Source: an optimization exercise on an open RTL-to-GDS flow (aim: small area, a short achievable clock period and few clock cycles per item). Production flows keep margins and buffers that such runs may drop.
Where RTL was checked, it was by simulation tests only, not by an equivalence proof against the original.
The RTL of runs 2 and 3 was laid out without a check of its function.

## flow/design.v (module list and top-level ports; edited modules follow where they fit)
// module xt1_mod_codec: 1324 lines
module xt1_mod_codec (
  input  wire        clk,
  input  wire        rst,         
  input  wire        in_valid,
  output wire        in_ready,
  input  wire        in_mode,     
  input  wire [32:0] in_data,
  output reg         out_valid,
  output reg  [32:0] out_data,    
  output reg         out_erase    
);
  // ...
==> flow/run.sh <==
#!/bin/bash
# synth_recipe.tcl (not shown) runs the flow's synth.tcl, then flattens the netlist and writes it again
# the make line also repeats each setting of config.mk as NAME=value (left out here)
make -C /OpenROAD-flow-scripts/flow DESIGN_CONFIG=/design/flow/config.mk WORK_HOME=/design/flow/orfs CLKGATE_MAP_FILE= SYNTH_SCRIPT=/design/flow/synth_recipe.tcl finish
==> flow/config.mk <==
export PLATFORM = sky130hd
export DESIGN_NAME = xt1_mod_codec
export DESIGN_NICKNAME = xt1_mod_codec
export VERILOG_FILES = /design/flow/design.v
export SDC_FILE = /design/flow/constraint.sdc
export NUM_CORES = 4
export LEC_CHECK = 0
export CAP_MARGIN = 20
export CORE_MARGIN = 2
export CORE_UTILIZATION = 40
export SLEW_MARGIN = 20
==> flow/constraint.sdc <==
create_clock -name core_clock -period 160.0 [get_ports {clk}]
set_input_delay 32.0000 -clock core_clock [delete_from_list [all_inputs] [get_ports {clk}]]
set_output_delay 32.0000 -clock core_clock [all_outputs]
set_load 0.01 [all_outputs]
==> metrics.md, run 1 <==
| Metric | Value |
|---|---|
| Buf/Inv on CP | `1` |
| Largest family of logic cells by synthesized area | `adder cells` |
| Die Ht | `221 microns` |
| Finish-stage setup viols | `0` |
| R2R depth | `123` |
| Non-clock buffers | `87` |
| N_taps | `607` |
| Worst-path clk slew | `0.06 ns` |
| R2r endpoint | `s2_w[23]` |
| CP Class | `reg2out` |
| Cell variety after synth | `66` |
| CTS tree | `yes` |
| Setup Fix Bufs, Post-CTS | `0` |
| Site Rows | `79` |
| Worst reg-to-reg setup slack | `127.21 ns` |
| Status | `timing/DRC/antenna clean` |
| Nets | `2401` |
| Die Wd | `221 microns` |
| Dpl hpwl | `32100 microns` |
| Starting DRT DRC Count | `524` |
| Fin cells | `2494` |
| Met2 WL | `19900 microns` |
| Placed standard-cell area | `0.0204 sq mm` |
| Setup WS post-layout | `126.60 ns` |
Testbench counts, summed over its fixed seeds: cycles 32,040, items 32,000.
==> inputs of run 2 (changes only) <==
--- a/flow/design.v
+++ b/flow/design.v
@@ -936,95 +936,95 @@
   wire fc870 = (fs818 & xs828) | (fs818 & fc868) | (xs828 & fc868);
   wire fs871 = fs820 ^ xs828 ^ fc870;
   wire fc872 = (fs820 & xs828) | (fs820 & fc870) | (xs828 & fc870);
   wire fs873 = fs822 ^ xs828 ^ fc872;
   wire fc874 = (fs822 & xs828) | (fs822 & fc872) | (xs828 & fc872);
   wire fs875 = fs824 ^ xs828 ^ fc874;
   wire fc876 = (fs824 & xs828) | (fs824 & fc874) | (xs828 & fc874);
   wire xs877 = fs826 ^ xs828 ^ fc876;
-  localparam [32:0] POL3 = 33'b001010101011000000000001000000000;
+  wire n878 = ~xs877;
+  wire hs879 = fs843 ^ n878;
+  wire hc880 = fs843 & n878;
+  wire hs881 = hs845 ^ hc880;
+  wire hc882 = hs845 & hc880;
+  wire n883 = ~hs847;
+  wire n884 = ~hc882;
+  wire hs885 = n883 ^ n884;
+  wire hc886 = n883 & n884;
+  wire n887 = ~hs851;
+  wire n888 = ~hc886;
+  wire fs889 = n887 ^ n878 ^ n888;
+  wire fc890 = (n887 & n878) | (n887 & n888) | (n878 & n888);
+  wire fs891 = fs855 ^ n878 ^ fc890;
+  wire fc892 = (fs855 & n878) | (fs855 & fc890) | (n878 & fc890);
+  wire fs893 = fs857 ^ n878 ^ fc892;
+  wire fc894 = (fs857 & n878) | (fs857 & fc892) | (n878 & fc892);
+  wire fs895 = fs859 ^ n878 ^ fc894;
+  wire fc896 = (fs859 & n878) | (fs859 & fc894) | (n878 & fc894);
+  wire fs897 = fs861 ^ xs877 ^ fc896;
+  wire fc898 = (fs861 & xs877) | (fs861 & fc896) | (xs877 & fc896);
+  wire fs899 = fs863 ^ n878 ^ fc898;
+  wire fc900 = (fs863 & n878) | (fs863 & fc898) | (n878 & fc898);
+  wire fs901 = fs865 ^ n878 ^ fc900;
+  wire fc902 = (fs865 & n878) | (fs865 & fc900) | (n878 & fc900);
+  wire fs903 = fs867 ^ n878 ^ fc902;
+  wire fc904 = (fs867 & n878) | (fs867 & fc902) | (n878 & fc902);
+  wire fs905 = fs869 ^ n878 ^ fc904;
+  wire fc906 = (fs869 & n878) | (fs869 & fc904) | (n878 & fc904);
+  wire fs907 = fs871 ^ n878 ^ fc906;
+  wire fc908 = (fs871 & n878) | (fs871 & fc906) | (n878 & fc906);
+  wire fs909 = fs873 ^ n878 ^ fc908;
+  wire fc910 = (fs873 & n878) | (fs873 & fc908) | (n878 & fc908);
+  wire xs911 = fs875 ^ xs877 ^ fc910;
+  localparam [32:0] POL3 = 33'b001010101010000000000000100000000;
   reg        s3_v;
   reg        s3_mode;
   reg [32:0] s3_w;
-  wire [32:0] s3_enc = {s2_w[32], s2_w[31], s2_w[30], s2_w[29], s2_w[28], s2_w[27], s2_w[26], s2_w[25], s2_w[24], xs780, xs828, xs877, fs875, fs873, fs871, fs869, fs867, fs865, fs863, fs861, fs859, fs857, fs855, hs851, hs847, hs845, fs843, fs841, fs839, fs837, fs835, fs833, hs831};
+  wire [32:0] s3_enc = {s2_w[32], s2_w[31], s2_w[30], s2_w[29], s2_w[28], s2_w[27], s2_w[26], s2_w[25], s2_w[24], xs780, xs828, xs877, xs911, fs909, fs907, fs905, fs903, fs901, fs899, fs897, fs895, fs893, fs891, fs889, hs885, hs881, hs879, fs841, fs839, fs837, fs835, fs833, hs831};
   always @(posedge clk) begin
     s3_v    <= s2_v & ~rst;
     s3_mode <= s2_mode;
-    s3_w[24:0] <= s2_mode ? {~s2_w[24], s2_w[23], ~s2_w[22], ~s2_w[21], s2_w[20], s2_w[19], s2_w[18], s2_w[17], s2_w[16], s2_w[15], s2_w[14], s2_w[13], s2_w[12], s2_w[11], ~s2_w[10], ~s2_w[9], s2_w[8], s2_w[7], s2_w[6], s2_w[5], s2_w[4], ~s2_w[3], ~s2_w[2], s2_w[1], s2_w[0]} : s3_enc[24:0];
+    s3_w[24:0] <= s2_mode ? {~s2_w[24], s2_w[23], ~s2_w[22], s2_w[21], s2_w[20], s2_w[19], s2_w[18], s2_w[17], s2_w[16], s2_w[15], s2_w[14], s2_w[13], s2_w[12], s2_w[11], ~s2_w[10], s2_w[9], ~s2_w[8], s2_w[7], s2_w[6], s2_w[5], s2_w[4], ~s2_w[3], ~s2_w[2], s2_w[1], s2_w[0]} : s3_enc[24:0];
     s3_w[32:25] <= s2_w[32:25];
   end
-  wire n878 = ~s3_w[21];
-  wire hs879 = s3_w[6] ^ n878;
-  wire hc880 = s3_w[6] & n878;
-  wire hs881 = s3_w[7] ^ hc880;
-  wire hc882 = s3_w[7] & hc880;
-  wire n883 = ~s3_w[8];
-  wire n884 = ~hc882;
-  wire hs885 = n883 ^ n884;
-  wire hc886 = n883 & n884;
-  wire n887 = ~s3_w[9];
-  wire n888 = ~hc886;
-  wire fs889 = n887 ^ n878 ^ n888;
-  wire fc890 = (n887 & n878) | (n887 & n888) | (n878 & n888);
-  wire fs891 = s3_w[10] ^ n878 ^ fc890;
-  wire fc892 = (s3_w[10] & n878) | (s3_w[10] & fc890) | (n878 & fc890);
-  wire fs893 = s3_w[11] ^ n878 ^ fc892;
-  wire fc894 = (s3_w[11] & n878) | (s3_w[11] & fc892) | (n878 & fc892);
-  wire fs895 = s3_w[12] ^ n878 ^ fc894;
-  wire fc896 = (s3_w[12] & n878) | (s3_w[12] & fc894) | (n878 & fc894);
-  wire fs897 = s3_w[13] ^ s3_w[21] ^ fc896;
-  wire fc898 = (s3_w[13] & s3_w[21]) | (s3_w[13] & fc896) | (s3_w[21] & fc896);
-  wire fs899 = s3_w[14] ^ n878 ^ fc898;
-  wire fc900 = (s3_w[14] & n878) | (s3_w[14] & fc898) | (n878 & fc898);
-  wire fs901 = s3_w[15] ^ n878 ^ fc900;
-  wire fc902 = (s3_w[15] & n878) | (s3_w[15] & fc900) | (n878 & fc900);
-  wire fs903 = s3_w[16] ^ n878 ^ fc902;
-  wire fc904 = (s3_w[16] & n878) | (s3_w[16] & fc902) | (n878 & fc902);
-  wire fs905 = s3_w[17] ^ n878 ^ fc904;
-  wire fc906 = (s3_w[17] & n878) | (s3_w[17] & fc904) | (n878 & fc904);
-  wire fs907 = s3_w[18] ^ n878 ^ fc906;
-  wire fc908 = (s3_w[18] & n878) | (s3_w[18] & fc906) | (n878 & fc906);
-  wire fs909 = s3_w[19] ^ n878 ^ fc908;
-  wire fc910 = (s3_w[19] & n878) | (s3_w[19] & fc908) | (n878 & fc908);
-  wire xs911 = s3_w[20] ^ s3_w[21] ^ fc910;
   wire n912 = ~s3_w[5];
   wire n913 = ~s3_w[4];
   wire hs914 = n912 ^ n913;
   wire hc915 = n912 & n913;
-  wire n916 = ~xs911;
+  wire n916 = ~s3_w[20];
   wire n917 = ~hc915;
-  wire fs918 = hs879 ^ n916 ^ n917;
-  wire fc919 = (hs879 & n916) | (hs879 & n917) | (n916 & n917);
-  wire fs920 = hs881 ^ xs911 ^ fc919;
-  wire fc921 = (hs881 & xs911) | (hs881 & fc919) | (xs911 & fc919);
-  wire n922 = ~hs885;
-  wire fs923 = n922 ^ xs911 ^ fc921;
-  wire fc924 = (n922 & xs911) | (n922 & fc921) | (xs911 & fc921);
-  wire fs925 = fs889 ^ xs911 ^ fc924;
-  wire fc926 = (fs889 & xs911) | (fs889 & fc924) | (xs911 & fc924);
-  wire fs927 = fs891 ^ xs911 ^ fc926;
-  wire fc928 = (fs891 & xs911) | (fs891 & fc926) | (xs911 & fc926);
-  wire fs929 = fs893 ^ xs911 ^ fc928;
-  wire fc930 = (fs893 & xs911) | (fs893 & fc928) | (xs911 & fc928);
-  wire fs931 = fs895 ^ n916 ^ fc930;
-  wire fc932 = (fs895 & n916) | (fs895 & fc930) | (n916 & fc930);
-  wire fs933 = fs897 ^ xs911 ^ fc932;
-  wire fc934 = (fs897 & xs911) | (fs897 & fc932) | (xs911 & fc932);
-  wire fs935 = fs899 ^ xs911 ^ fc934;
-  wire fc936 = (fs899 & xs911) | (fs899 & fc934) | (xs911 & fc934);
-  wire fs937 = fs901 ^ xs911 ^ fc936;
-  wire fc938 = (fs901 & xs911) | (fs901 & fc936) | (xs911 & fc936);
-  wire fs939 = fs903 ^ xs911 ^ fc938;
-  wire fc940 = (fs903 & xs911) | (fs903 & fc938) | (xs911 & fc938);
-  wire fs941 = fs905 ^ xs911 ^ fc940;
-  wire fc942 = (fs905 & xs911) | (fs905 & fc940) | (xs911 & fc940);
-  wire fs943 = fs907 ^ xs911 ^ fc942;
-  wire fc944 = (fs907 & xs911) | (fs907 & fc942) | (xs911 & fc942);
-  wire xs945 = fs909 ^ xs911 ^ fc944;
+  wire fs918 = s3_w[6] ^ n916 ^ n917;
+  wire fc919 = (s3_w[6] & n916) | (s3_w[6] & n917) | (n916 & n917);
+  wire fs920 = s3_w[7] ^ s3_w[20] ^ fc919;
+  wire fc921 = (s3_w[7] & s3_w[20]) | (s3_w[7] & fc919) | (s3_w[20] & fc919);
+  wire n922 = ~s3_w[8];
+  wire fs923 = n922 ^ s3_w[20] ^ fc921;
+  wire fc924 = (n922 & s3_w[20]) | (n922 & fc921) | (s3_w[20] & fc921);
+  wire fs925 = s3_w[9] ^ s3_w[20] ^ fc924;
+  wire fc926 = (s3_w[9] & s3_w[20]) | (s3_w[9] & fc924) | (s3_w[20] & fc924);
+  wire fs927 = s3_w[10] ^ s3_w[20] ^ fc926;
+  wire fc928 = (s3_w[10] & s3_w[20]) | (s3_w[10] & fc926) | (s3_w[20] & fc926);
+  wire fs929 = s3_w[11] ^ s3_w[20] ^ fc928;
+  wire fc930 = (s3_w[11] & s3_w[20]) | (s3_w[11] & fc928) | (s3_w[20] & fc928);
+  wire fs931 = s3_w[12] ^ n916 ^ fc930;
+  wire fc932 = (s3_w[12] & n916) | (s3_w[12] & fc930) | (n916 & fc930);
+  wire fs933 = s3_w[13] ^ s3_w[20] ^ fc932;
+  wire fc934 = (s3_w[13] & s3_w[20]) | (s3_w[13] & fc932) | (s3_w[20] & fc932);
+  wire fs935 = s3_w[14] ^ s3_w[20] ^ fc934;
+  wire fc936 = (s3_w[14] & s3_w[20]) | (s3_w[14] & fc934) | (s3_w[20] & fc934);
+  wire fs937 = s3_w[15] ^ s3_w[20] ^ fc936;
+  wire fc938 = (s3_w[15] & s3_w[20]) | (s3_w[15] & fc936) | (s3_w[20] & fc936);
+  wire fs939 = s3_w[16] ^ s3_w[20] ^ fc938;
+  wire fc940 = (s3_w[16] & s3_w[20]) | (s3_w[16] & fc938) | (s3_w[20] & fc938);
+  wire fs941 = s3_w[17] ^ s3_w[20] ^ fc940;
+  wire fc942 = (s3_w[17] & s3_w[20]) | (s3_w[17] & fc940) | (s3_w[20] & fc940);
+  wire fs943 = s3_w[18] ^ s3_w[20] ^ fc942;
+  wire fc944 = (s3_w[18] & s3_w[20]) | (s3_w[18] & fc942) | (s3_w[20] & fc942);
+  wire xs945 = s3_w[19] ^ s3_w[20] ^ fc944;
   wire hs946 = n913 ^ xs945;
   wire hc947 = n913 & xs945;
   wire n948 = ~hc947;
   wire hs949 = hs914 ^ n948;
   wire hc950 = hs914 & n948;
   wire n951 = ~xs945;
   wire n952 = ~hc950;
   wire fs953 = fs918 ^ n951 ^ n952;
@@ -1120,22 +1120,22 @@
   wire fc1043 = (fs1005 & n1013) | (fs1005 & fc1041) | (n1013 & fc1041);
   wire fs1044 = fs1007 ^ n1013 ^ fc1043;
   wire fc1045 = (fs1007 & n1013) | (fs1007 & fc1043) | (n1013 & fc1043);
   wire xs1046 = fs1009 ^ xs1011 ^ fc1045;
   localparam [32:0] POL4 = 33'b001010101010101000000000000001000;
   reg        s4_v;
   reg        s4_mode;
   reg [32:0] s4_w;
-  wire [32:0] s4_enc = {s3_w[32], s3_w[31], s3_w[30], s3_w[29], s3_w[28], s3_w[27], s3_w[26], s3_w[25], s3_w[24], s3_w[23], s3_w[22], s3_w[21], xs911, xs945, xs977, xs1011, xs1046, fs1044, fs1042, fs1040, fs1038, fs1036, fs1034, fs1032, fs1030, fs1028, fs1026, fs1024, fs1022, hs1018, hs1014, s3_w[1], s3_w[0]};
+  wire [32:0] s4_enc = {s3_w[32], s3_w[31], s3_w[30], s3_w[29], s3_w[28], s3_w[27], s3_w[26], s3_w[25], s3_w[24], s3_w[23], s3_w[22], s3_w[21], s3_w[20], xs945, xs977, xs1011, xs1046, fs1044, fs1042, fs1040, fs1038, fs1036, fs1034, fs1032, fs1030, fs1028, fs1026, fs1024, fs1022, hs1018, hs1014, s3_w[1], s3_w[0]};
   always @(posedge clk) begin
     s4_v    <= s3_v & ~rst;
     s4_mode <= s3_mode;
-    s4_w[21:0] <= s3_mode ? {~s3_w[21], ~s3_w[20], s3_w[19], ~s3_w[18], s3_w[17], s3_w[16], s3_w[15], s3_w[14], s3_w[13], s3_w[12], s3_w[11], s3_w[10], ~s3_w[9], s3_w[8], s3_w[7], s3_w[6], s3_w[5], s3_w[4], ~s3_w[3], s3_w[2], s3_w[1], s3_w[0]} : s4_enc[21:0];
-    s4_w[32:22] <= s3_w[32:22];
+    s4_w[20:0] <= s3_mode ? {~s3_w[20], s3_w[19], ~s3_w[18], s3_w[17], s3_w[16], s3_w[15], s3_w[14], s3_w[13], s3_w[12], s3_w[11], s3_w[10], s3_w[9], ~s3_w[8], s3_w[7], s3_w[6], s3_w[5], s3_w[4], ~s3_w[3], s3_w[2], s3_w[1], s3_w[0]} : s4_enc[20:0];
+    s4_w[32:21] <= s3_w[32:21];
   end
   wire n1047 = ~s4_w[1];
   wire n1048 = ~s4_w[0];
   wire hs1049 = n1047 ^ n1048;
   wire hc1050 = n1047 & n1048;
   wire n1051 = ~hc1050;
   wire fs1052 = s4_w[2] ^ s4_w[16] ^ n1051;
   wire fc1053 = (s4_w[2] & s4_w[16]) | (s4_w[2] & n1051) | (s4_w[16] & n1051);
==> flow/flow/run.sh (new file) <==
#!/bin/bash
# Layout flow: the standard flow, with two changes.
#  1. After the standard synthesis, polfix.py flips full-adder cells (a full
#     adder computes the complements of its outputs from the complements of
#     its inputs) and rebuilds half adders from an XOR and an AND-type gate
#     where that suits their neighbours, so that fewer inverters sit between
#     them. Registers, their names and cell types, the ports and every other
#     cell stay as synthesis made them.
#  2. The port buffers are sky130_fd_sc_hd__buf_2 instead of the default
#     delay buffer.
# Each tool's output goes to a log file of its own in this folder.
set -euo pipefail
R=orfs/results/${FLOW_PLATFORM}/xt1_mod_codec/base

bash standard.sh synth > 1_synth.log 2>&1

python3 flow/polfix.py $R/1_2_yosys.v $R/1_2_yosys_polfix.v > 1_polfix.log 2>&1
cp $R/1_2_yosys.v 1_2_yosys_standard.v
cp $R/1_2_yosys_polfix.v $R/1_2_yosys.v
rm -f $R/1_synth.odb $R/1_synth.sdc

export BUFFER_PORTS_ARGS="-buffer_cell sky130_fd_sc_hd__buf_2"
bash standard.sh finish > 2_layout.log 2>&1
==> flow/flow/polfix.py (new file) <==
#!/usr/bin/env python3
"""Remove inverters around the adder cells of a Yosys netlist.

A full adder is self-dual: complementing its three inputs complements both of
its outputs. So each fa cell may be "flipped" (fed the complements of its
inputs, giving the complements of its outputs) without changing what the
circuit computes. A half adder may likewise be rebuilt from an XOR/XNOR gate
and a two-input AND-type gate that take and give whichever polarities suit
its neighbours. This searches (simulated annealing, fixed seed) for flips and
half-adder forms that minimise cell area plus the inverters the netlist then
needs, and writes the netlist back. Registers, their names and cell types,
the ports and every other cell stay exactly as they were.

usage: polfix.py in.v out.v
"""
import math, random, re, sys

INV = ("sky130_fd_sc_hd__inv_1", "sky130_fd_sc_hd__inv_2", "sky130_fd_sc_hd__clkinv_1")
FA = "sky130_fd_sc_hd__fa_1"
HA = "sky130_fd_sc_hd__ha_1"
OUTPINS = {"X", "Y", "Q", "Q_N", "SUM", "COUT", "HI", "LO", "GCLK"}
A_INV = 3.7536
A_XOR = 8.7584
A_HA = 12.512
# AND-type gate for (pa, pb, pc): cell, area, pin order (input pins for a', b'), output pin
GATE = {
    (0, 0, 0): ("and2_1", 6.256, ("A", "B"), "X"),
    (0, 0, 1): ("nand2_1", 3.7536, ("A", "B"), "Y"),
    (1, 1, 0): ("nor2_1", 3.7536, ("A", "B"), "Y"),
    (1, 1, 1): ("or2_1", 6.256, ("A", "B"), "X"),
    (1, 0, 0): ("nor2b_1", 6.256, ("A", "B_N"), "Y"),
    (0, 1, 0): ("nor2b_1", 6.256, ("B_N", "A"), "Y"),
    (1, 0, 1): ("nand2b_1", 6.256, ("A_N", "B"), "Y"),
    (0, 1, 1): ("nand2b_1", 6.256, ("B", "A_N"), "Y"),
}

def ha_kept(st):
    return st == (0, 0, 0, 0)

def ha_area(st):
    pa, pb, ps, pc = st
    if (pa, pb, pc) == (0, 0, 0) and ps == 0:
        return A_HA
    return A_XOR + GATE[(pa, pb, pc)][1]

src = open(sys.argv[1]).read()
m = re.search(r"^module\s+(\S+)\s*\((.*?)\);", src, re.S | re.M)
body_start = m.end()
endm = src.rindex("endmodule")
body = src[body_start:endm]
inst_re = re.compile(r"^\s*(sky130_fd_sc_hd__\w+)\s+(\S+)\s*\((.*?)\);\s*$", re.S | re.M)
pin_re = re.compile(r"\.(\w+)\(\s*(.*?)\s*\)\s*(?:,|$)", re.S)
insts = []
for im in inst_re.finditer(body):
    pm = [(p, net.strip()) for p, net in pin_re.findall(im.group(3))]
    insts.append((im.group(1), im.group(2), pm))
decls = inst_re.sub("", body)
decls = re.sub(r"\(\*.*?\*\)", "", decls, flags=re.S)
if re.search(r"\bassign\b", decls):
    sys.exit("polfix: netlist has assign statements; not handled")
ports_out = set(dm.group(1) for dm in re.finditer(r"^\s*output\s+(?:\[[^\]]*\]\s*)?(\S+?)\s*;", decls, re.M))

def is_const(net):
    return bool(re.match(r"^\d+'", net))
def port_base(net):
    return net.lstrip("\\").strip().split("[")[0]

drv = {}
for idx, (t, n, pm) in enumerate(insts):
    for p, net in pm:
        if p in OUTPINS:
            drv[net] = (idx, p)
inv_idx = {i for i, (t, n, pm) in enumerate(insts) if t in INV}

def root(net):
    par = 0
    for _ in range(1000):
        if net in drv and drv[net][0] in inv_idx:
            net = dict(insts[drv[net][0]][2])["A"]; par ^= 1
        else:
            break
    return net, par

fa_idx = [i for i, (t, n, pm) in enumerate(insts) if t == FA]
ha_idx = [i for i, (t, n, pm) in enumerate(insts) if t == HA]
kind = {}
for i in fa_idx: kind[i] = "fa"
for i in ha_idx: kind[i] = "ha"

flip = {i: 0 for i in fa_idx}
hst = {i: (0, 0, 0, 0) for i in ha_idx}

# consumers of each root: (parity, idx or None, pin)
cons = {}
for idx, (t, n, pm) in enumerate(insts):
    if idx in inv_idx:
        continue
    for p, net in pm:
        if p in OUTPINS or net == "" or is_const(net):
            continue
        r, par = root(net)
        cons.setdefault(r, []).append((par, idx if idx in kind else None, p))
for (t, n, pm) in insts:
    for p, net in pm:
        if port_base(net) in ports_out and p in OUTPINS:
            r, par = root(net)
            cons.setdefault(r, []).append((par, None, "PORT"))
# outputs of adder cells
prod_of = {}
for i in fa_idx + ha_idx:
    for p, net in insts[i][2]:
        if p in ("SUM", "COUT"):
            prod_of[net] = (i, p)

def need_pol(par, idx, pin):
    if idx is None:
        return par
    if kind[idx] == "fa":
        return par ^ flip[idx]
    pa, pb, ps, pc = hst[idx]
    return par ^ (pa if pin == "A" else pb)

def prod_pol(r):
    if r not in prod_of:
        return 0
    i, p = prod_of[r]
    if kind[i] == "fa":
        return flip[i]
    return hst[i][2] if p == "SUM" else hst[i][3]

def root_cost(r):
    pp = prod_pol(r)
    for par, idx, pin in cons.get(r, []):
        if need_pol(par, idx, pin) != pp:
            return A_INV
    return 0.0

cell_roots = {}
for i in fa_idx + ha_idx:
    rs = set()
    for p, net in insts[i][2]:
        if p in ("SUM", "COUT"):
            rs.add(net)
        elif not is_const(net) and net != "":
            rs.add(root(net)[0])
    cell_roots[i] = list(rs)

def local(i):
    c = sum(root_cost(r) for r in cell_roots[i])
    if kind[i] == "ha":
        c += ha_area(hst[i])
    return c

def total():
    return sum(root_cost(r) for r in cons) + sum(ha_area(hst[i]) for i in ha_idx)

start = total()
random.seed(1)
cells = fa_idx + ha_idx
best_f, best_h, bestc = dict(flip), dict(hst), start
cur = start
T = 4.0
steps = 300000 if cells else 0
for s in range(steps):
    i = random.choice(cells)
    c0 = local(i)
    if kind[i] == "fa":
        old = flip[i]; flip[i] ^= 1
    else:
        old = hst[i]; st = list(old); k = random.randrange(4); st[k] ^= 1; hst[i] = tuple(st)
    c1 = local(i)
    d = c1 - c0
    if d <= 0 or random.random() < math.exp(-d / T):
        cur += d
        if cur < bestc - 1e-9:
            bestc = cur; best_f = dict(flip); best_h = dict(hst)
    else:
        if kind[i] == "fa": flip[i] = old
        else: hst[i] = old
    T = max(0.05, T * 0.99998)
flip, hst = best_f, best_h
end = total()

# ---------------------------------------------------------------- rebuild
cnt = [0]
def fresh():
    cnt[0] += 1
    return "_polfix%d_" % cnt[0]
phys = {}
newwires = []
invs = []
for r in set(list(cons.keys()) + list(prod_of.keys())):
    pp = prod_pol(r)
    if pp == 0:
        phys[(r, 0)] = r
    else:
        w = fresh(); newwires.append(w); phys[(r, 1)] = w
    needs = set(need_pol(par, idx, pin) for par, idx, pin in cons.get(r, []))
    other = 1 - pp
    if other in needs:
        if other == 0:
            phys[(r, 0)] = r; invs.append((phys[(r, 1)], r))
        else:
            w = fresh(); newwires.append(w); phys[(r, 1)] = w; invs.append((r, w))

def net_for(net, want):
    if is_const(net) or net == "":
        return net
    r, par = root(net)
    return phys[(r, par ^ want)]

newinst = []
for idx, (t, n, pm) in enumerate(insts):
    if idx in inv_idx:
        continue
    if idx in kind and kind[idx] == "ha" and not ha_kept(hst[idx]):
        pa, pb, ps, pc = hst[idx]
        d = dict(pm)
        a = net_for(d["A"], pa); b = net_for(d["B"], pb)
        so = phys[(d["SUM"], ps)] if "SUM" in d and d["SUM"] in phys or (d.get("SUM"), ps) in phys else fresh()
        co = phys[(d["COUT"], pc)] if (d.get("COUT"), pc) in phys else fresh()
        if so.startswith("_polfix") and so not in newwires: newwires.append(so)
        if co.startswith("_polfix") and co not in newwires: newwires.append(co)
        if pa ^ pb == ps:
            newinst.append(("sky130_fd_sc_hd__xor2_1", n + "_x", [("A", a), ("B", b), ("X", so)]))
        else:
            newinst.append(("sky130_fd_sc_hd__xnor2_1", n + "_x", [("A", a), ("B", b), ("Y", so)]))
        cell, ar, (pina, pinb), op = GATE[(pa, pb, pc)]
        newinst.append(("sky130_fd_sc_hd__" + cell, n + "_c", [(pina, a), (pinb, b), (op, co)]))
        continue
    f = flip.get(idx, 0) if idx in kind and kind[idx] == "fa" else 0
    npm = []
    for p, net in pm:
        if p in OUTPINS:
            if f and (net, 1) in phys:
                npm.append((p, phys[(net, 1)]))
            elif f:
                w = fresh(); newwires.append(w); npm.append((p, w))
            else:
                npm.append((p, net))
        else:
            npm.append((p, net_for(net, f)))
    newinst.append((t, n, npm))
for i, (a, y) in enumerate(invs):
    newinst.append(("sky130_fd_sc_hd__inv_1", "_polfixinv%d_" % i, [("A", a), ("Y", y)]))

def fmt(net):
    return net + " " if net.startswith("\\") else net
out = [src[:body_start], decls.rstrip() + "\n"]
for w in newwires:
    out.append("  wire %s;\n" % w)
for t, n, pm in newinst:
    out.append("  %s %s (\n%s\n  );\n" % (t, fmt(n), ",\n".join("    .%s(%s)" % (p, fmt(net)) for p, net in pm)))
out.append(src[endm:])
open(sys.argv[2], "w").write("".join(out))
sys.stderr.write("polfix: inverters %d -> %d; fa flipped %d of %d; ha rebuilt %d of %d; area of adders+inverters %.1f -> %.1f\n" % (
    len(inv_idx), len(invs), sum(flip.values()), len(fa_idx),
    sum(1 for i in ha_idx if not ha_kept(hst[i])), len(ha_idx), start, end))
==> flow/standard.sh (new file) <==
#!/bin/bash
# synth_recipe.tcl (not shown) runs the flow's synth.tcl, then flattens the netlist and writes it again
# the make line also repeats each setting of config.mk as NAME=value (left out here)
make -C /OpenROAD-flow-scripts/flow DESIGN_CONFIG=/design/flow/config.mk WORK_HOME=/design/flow/orfs CLKGATE_MAP_FILE= SYNTH_SCRIPT=/design/flow/synth_recipe.tcl "${@:-finish}"
==> flow/config.mk (replaced) <==
export PLATFORM = sky130hd
export DESIGN_NAME = xt1_mod_codec
export DESIGN_NICKNAME = xt1_mod_codec
export VERILOG_FILES = /design/flow/design.v
export SDC_FILE = /design/flow/constraint.sdc
export NUM_CORES = 4
export LEC_CHECK = 0
export CAP_MARGIN = 20
export CORE_MARGIN = 2
export CORE_UTILIZATION = 40
export CTS_CLUSTER_DIAMETER = 80
export CTS_CLUSTER_SIZE = 30
export SLEW_MARGIN = 20
removed: flow/run.sh
==> run 2 against run 1 <==
  * Cell area is 7.8% lower
  * Still clean
  * Clock skew increased by 0.027 ns
  * Register-to-register slack got worse by 1.4 ns
  * Hold slack worse by 0.0063 ns
  * Core utilization is 1.1 points lower
  * Die area decreased by 5.7%
==> metrics.md, run 2 <==
| Metric | Value |
|---|---|
| Status | `timing/DRC/antenna clean` |
| CP Class | `reg2reg` |
| Pre-Repair DR Iteration Count | `5` |
| Hold Crit Depth | `0` |
| Avg Cell Area, Syn | `11.6 sq um` |
| Clock root buffer | `clkbuf_16` |
| Starting DRT DRC Count | `660 (+26%)` |
| Post-Route WL | `38600 microns` |
| Tot GR Track Use | `17.5%` |
| Max Clk Rate | `29.2 MHz` |
| Initial antenna violation count | `0` |
| Worst reg-to-reg setup slack | `125.79 ns (-1.42 ns)` |
| Relative slew slack | `33.6%` |
| CTS tree | `yes` |
| Initial Util | `40.4%` |
| DP Worst Slack | `126.01 ns` |
| Clock buffer count from CTS | `18` |
| Vias | `11000` |
| Nets | `2037 (-15%)` |
| Routed Antenna Nets | `0` |
| HP Start | `s3_w[1]` |
| Worst-Skew Late Latency | `0.55 ns` |
| Area delta synth->final | `9.88%` |
| Synthesized net count | `1971` |
| CTS H-tree lvls | `1` |
| Dpl hpwl | `32100 microns (-0.11%)` |
| Crit path arrival time | `34.62 ns` |
| Die Ht | `215 microns (-2.9%)` |
| Share of cells above drive strength 1 | `10.7%` |
| Placer congestion estimate | `0.912` |
| Area of the multi-input gates | `0.0128 sq mm` |
| CTS Hold Buffers Added | `0` |
| Critical Path Max Stage Delay | `0.76 ns` |
| Synth warn | `1` |
| Fin cells | `2199 (-12%)` |
| R2R depth | `113 (-8.1%)` |
| CP Launch Type | `register` |
| Most frequent cells in the layout | `360 x fa_1, 210 x dfxtp_1, 160 x inv_1, 92 x xnor2_1, 90 x nor2_1` |
| Commonest non-fill, non-tap cell in the layout | `fa_1` |
| Site Rows | `77 (-2.5%)` |
| Worst Path Max Fanout | `33` |
| Number of global-route vias before repair | `11900` |
| Final period util | `21.4%` |
| Fin Clk Skew | `0.0377 ns` |
| Finish-stage setup viols | `0 (unchanged)` |
| Post-CTS Resized | `0` |
| R2r endpoint | `s2_w[24]` |
| DR vias/cell | `5.02` |
| Slowest cell on the critical path | `inv_1` |
| Core box area | `0.0440 sq mm` |
| Clock sink total | `210` |
| Number of I/O pins | `73` |
| Hold Violations, Final | `0` |
| Wirelength per Cell | `17.6 microns` |
| Min-delay worst type | `reg2reg` |
| R2R Path Start | `s1_w[6]` |
| # Max-Cap Violations | `0` |
| Sequential cell area | `0.00420 sq mm` |
| Port Buf Inserts | `71` |
| Die Wd | `215 microns (-2.9%)` |
| Synth Cell Area | `0.0178 sq mm` |
| Mapped Cells | `1529` |
| Worst-Margin Slew | `0.995 ns` |
| Critical path's most frequent cell | `fa_1` |
| Fin crit period | `34.21 ns` |
| Worst Hold Path EP | `s4_w[1]` |
| Unrepaired setup endpoints after global routing | `no` |
| Setup Fix Bufs, Post-CTS | `0 (unchanged)` |
| Setup WS post-layout | `125.79 ns (-0.815 ns)` |
| CP required | `160.41 ns` |
| Global-route wire length before repair | `63500 microns` |
| Element type at the critical path end | `register` |
| Clock Tree Buf Depth | `3` |
| Slew Viols, Final | `0` |
| Post-Place Cells | `2167` |
| Worst-path clk slew | `0.10 ns (+0.04 ns)` |
| Die area | `0.0462 sq mm` |
| Ant diodes | `0` |
| DRC viols | `0` |
| Grt ovf | `0` |
| Largest net degree at the start of global routing | `34` |
| Filler cell count | `4071` |
| TNS Setup | `0 ns` |
run 2: worst max-delay path by stage:
stage | from | slack [ns] | to
floorplan | out_data[0] | 127.67 | out_data[0]
global placement | s1_w[6] | 126.92 | s2_w[24]
detailed placement | s1_w[6] | 126.01 | s2_w[24]
CTS | s1_w[6] | 125.94 | s2_w[24]
global route | s1_w[6] | 123.55 | s2_w[24]
finish | s1_w[6] | 125.79 | s2_w[24]
run 2: metal layers:
metal	GRT usage (%)	up-vias	part of all wire (%)
met5	0	-	0
met4	6.18	0	3.8
met3	2.46	72	5.4
met2	30.3	313	50
met1	22.5	5593	41
li1	-	5052	-
run 2: area by class of cell:
type | instances | share of cell area (%)
clock buffer | 18 | 2.30
sequential | 210 | 21.5
tap | 592 | 3.79
inverter | 161 | 3.10
clock inverter | 14 | 1.45
timing repair buffer | 85 | 2.35
multi-input combinational | 1119 | 65.5
run 2: worst max-delay path, delay by kind of cell (launching register included):
kind | cells | cell delay [ns]
adder cells (fa/ha/maj) | 53 | 20.49
AO/OA/AOI/OAI | 21 | 4.76
AND/OR/NAND/NOR | 24 | 4.28
buffers and inverters | 12 | 2.72
XOR/XNOR | 3 | 1.46
flip-flops | 1 | 0.38
run 2: per-stage QoR:
| stage | area (sq um) | hold slack (ns) | utilization, % |
|---|---|---|---|
| finish | 19600 | 0.318 | 44.4 |
| global route | 19600 | 0.328 | 44.4 |
| CTS | 19600 | 0.301 | 44.4 |
| detailed placement | 18800 | 0.312 | 42.7 |
| global placement | 18800 | 0.312 | 42.7 |
| floorplan | 17800 | 0.310 | - |
==> inputs of run 3 (changes only) <==
--- a/flow/config.mk
+++ b/flow/config.mk
@@ -9,3 +9,3 @@
 export CORE_MARGIN = 2
-export CORE_UTILIZATION = 40
+export CORE_UTILIZATION = 55
 export CTS_CLUSTER_DIAMETER = 80
==> run 3 against run 2 <==
  * Flip-flop and latch count did not move
  * Register-to-register slack improved by 0.62 ns
  * Non-clock buffer count rose by 1
  * Critical endpoint is now s2_w[23]
  * Still clean
  * Sequential share of layout area rose by 0.39 points
  * Largest cell class unchanged
  * Maximum frequency rose by 1.8%
  * Highest routed layer unchanged
==> metrics.md, run 3 <==
| Metric | Value |
|---|---|
| Status | `timing/DRC/antenna clean` |
| Element type at the critical path end | `register` |
| Nets | `2036 (-0.049%)` |
| Placer congestion estimate | `0.899 (-1.4%)` |
| DR vias/cell | `5.35 (+6.6%)` |
| Worst Path Max Fanout | `33 (unchanged)` |
| Die Wd | `184 microns (-14%)` |
| Pre-Repair DR Iteration Count | `4 (-1)` |
| Filler cell count | `2656 (-35%)` |
| Relative slew slack | `32.6% (-0.96 points)` |
| CP Launch Type | `register` |
| CP required | `160.42 ns (about the same)` |
| Commonest non-fill, non-tap cell in the layout | `fa_1` |
| Slew Viols, Final | `0 (unchanged)` |
| R2r endpoint | `s2_w[23]` |
| TNS Setup | `0 ns (unchanged)` |
| R2R Path Start | `s1_w[6]` |
| Post-Route WL | `37800 microns (-2.2%)` |
| Final period util | `21.0% (-0.39 points)` |
| CTS Hold Buffers Added | `0 (unchanged)` |
| Dpl hpwl | `31300 microns (-2.6%)` |
| Area delta synth->final | `7.95%` |
| Unrepaired setup endpoints after global routing | `no` |
| Fin crit period | `33.59 ns (-0.619 ns)` |
| DRC viols | `0 (unchanged)` |
| Clock root buffer | `clkbuf_16` |
| Fin util | `60.6% (+16 points)` |
| Setup Fix Bufs, Post-CTS | `0 (unchanged)` |
| Clock buffer count from CTS | `16 (-2)` |
| CTS tree | `yes` |
| Synthesized net count | `1971 (unchanged)` |
| # Max-Cap Violations | `0 (unchanged)` |
| Worst-path clk slew | `0.10 ns (about the same)` |
| Hold Crit Depth | `0 (unchanged)` |
| Core box area | `0.0317 sq mm (-28%)` |
| Critical path's most frequent cell | `fa_1` |
| Synth warn | `1 (unchanged)` |
| Avg Cell Area, Syn | `11.6 sq um (unchanged)` |
| Finish-stage setup viols | `0 (unchanged)` |
| Max Clk Rate | `29.8 MHz (+1.8%)` |
| Die area | `0.0338 sq mm (-27%)` |
| Port Buf Inserts | `71 (unchanged)` |
| Hold Slack | `0.321 ns (+0.00263 ns)` |
| Number of global-route vias before repair | `11300 (-4.7%)` |
| Worst Hold Path EP | `s4_w[30]` |
| Min-delay worst type | `reg2reg` |
| Die Ht | `184 microns (-14%)` |
| Routed Antenna Nets | `0 (unchanged)` |
| Number of I/O pins | `73 (unchanged)` |
| Mapped Cells | `1529 (unchanged)` |
| Most frequent cells in the layout | `360 x fa_1, 210 x dfxtp_1, 160 x inv_1, 92 x xnor2_1, 90 x nor2_1` |
| Clock Tree Buf Depth | `3 (unchanged)` |
| Worst reg-to-reg setup slack | `126.41 ns (+0.62 ns)` |
| Site Rows | `65 (-16%)` |
| Vias | `10700 (-2.7%)` |
| Share of cells above drive strength 1 | `10.5% (-0.17 points)` |
| Starting DRT DRC Count | `498 (-25%)` |
| CP Class | `reg2reg` |
| R2R depth | `116 (+2.7%)` |
| Initial antenna violation count | `0 (unchanged)` |
| CTS H-tree lvls | `1 (unchanged)` |
| Worst-Margin Slew | `1.01 ns (+0.0142 ns)` |
| Grt ovf | `0 (unchanged)` |
| Largest net degree at the start of global routing | `45 (+32%)` |
| Worst-Skew Late Latency | `0.51 ns (-0.04 ns)` |
| Post-CTS Resized | `0 (unchanged)` |
| HP Start | `s3_w[30]` |
| Synth Cell Area | `0.0178 sq mm (unchanged)` |
| Slowest cell on the critical path | `o211a_1` |
| Fin Clk Skew | `0.0218 ns (-0.0159 ns)` |
| Global-route wire length before repair | `62000 microns (-2.4%)` |
| Initial Util | `56.1% (+16 points)` |
| Clock sink total | `210 (unchanged)` |
| Critical Path Max Stage Delay | `0.62 ns (-0.14 ns)` |
| Hold Violations, Final | `0 (unchanged)` |
| Tot GR Track Use | `24.0% (+6.5 points)` |
| Wirelength per Cell | `18.8 microns (+7.2%)` |
| Crit path arrival time | `34.01 ns (-0.61 ns)` |
run 3: layout make-up:
cell class | instances | area [sq um] | share of cell area [%]
inverters | 161 | 607 | 3.16
repair buffers | 86 | 468 | 2.44
clock buffers | 17 | 425 | 2.21
multi-input cells | 1119 | 12800 | 66.7
well taps | 402 | 503 | 2.62
diodes | 1 | 2.50 | 0.0130
clock inverters | 11 | 184 | 0.957
flip-flops and latches | 210 | 4200 | 21.9
run 3: through the flow:
stage          cell area (sq um)  setup slack [ns]  instances
3_3_place_gp               18600            127.01       1978
4_1_cts                    19200            126.48       2006
2_1_floorplan              17800            127.67       1529
5_1_grt                    19200            124.35       2006
6_report                   19200            126.41       2007
3_5_place_dp               18600            126.49       1978
run 3: per-layer routing:
layer / up-vias / track usage (%) / share of wire (%)
met1: 5375 / 34.3 / 45
met3: 57 / 2.58 / 4.2
met4: 0 / 6.18 / 2.3
li1: 5051 / - / -
met2: 253 / 39.4 / 48
met5: - / 0 / 0
run 3: worst max path at each step:
stage / slack [ns] / start / endpoint
final: 126.41 / s1_w[6] / s2_w[23]
after global routing: 124.35 / s1_w[6] / s2_w[23]
after CTS: 126.48 / s4_w[16] / out_data[5]
after detailed placement: 126.49 / s4_w[16] / out_data[6]
after global placement: 127.01 / s4_w[16] / out_data[5]
after floorplan: 127.67 / out_data[0] / out_data[0]
run 3: worst max-delay path, delay by kind of cell, from the launching register on:
family	cells	cell delay (ns)
DFF	1	0.38
xor gates and xnor gates	3	0.86
adders and majority gates	54	20.86
buffers and inverters	13	2.06
AOI/OAI and AO/OA	20	4.55
and+or+nand+nor	26	4.76

## re-timing with driven ports
The results above use ideal ports. As a check the final layouts listed here were re-extracted and re-timed, cells and wires unchanged.
Step 1 assumes that a clkbuf_16 drives the clock port and a buf_2 every other input.
Step 2 moves the port delays by t, midway between the first and last clock arrival at a register: inputs arrive t later, outputs are due t later. That takes back most of the time a late clock gives input paths.
Slacks: no drivers / after step 1 / after step 2; pairs: no drivers / after step 1.
run	shift t [ns]	slack for setup (ns)	clock arrival spread, ns	pins driven straight from the clock port
run 1	0.609	126.603 / 126.546 / 127.154	0.010 / 0.011	1
run 2	0.579	125.788 / 125.788 / 125.788	0.039 / 0.038	1
run 3	0.551	126.407 / 126.407 / 126.407	0.024 / 0.024	1
After both steps every run listed still meets setup and hold.
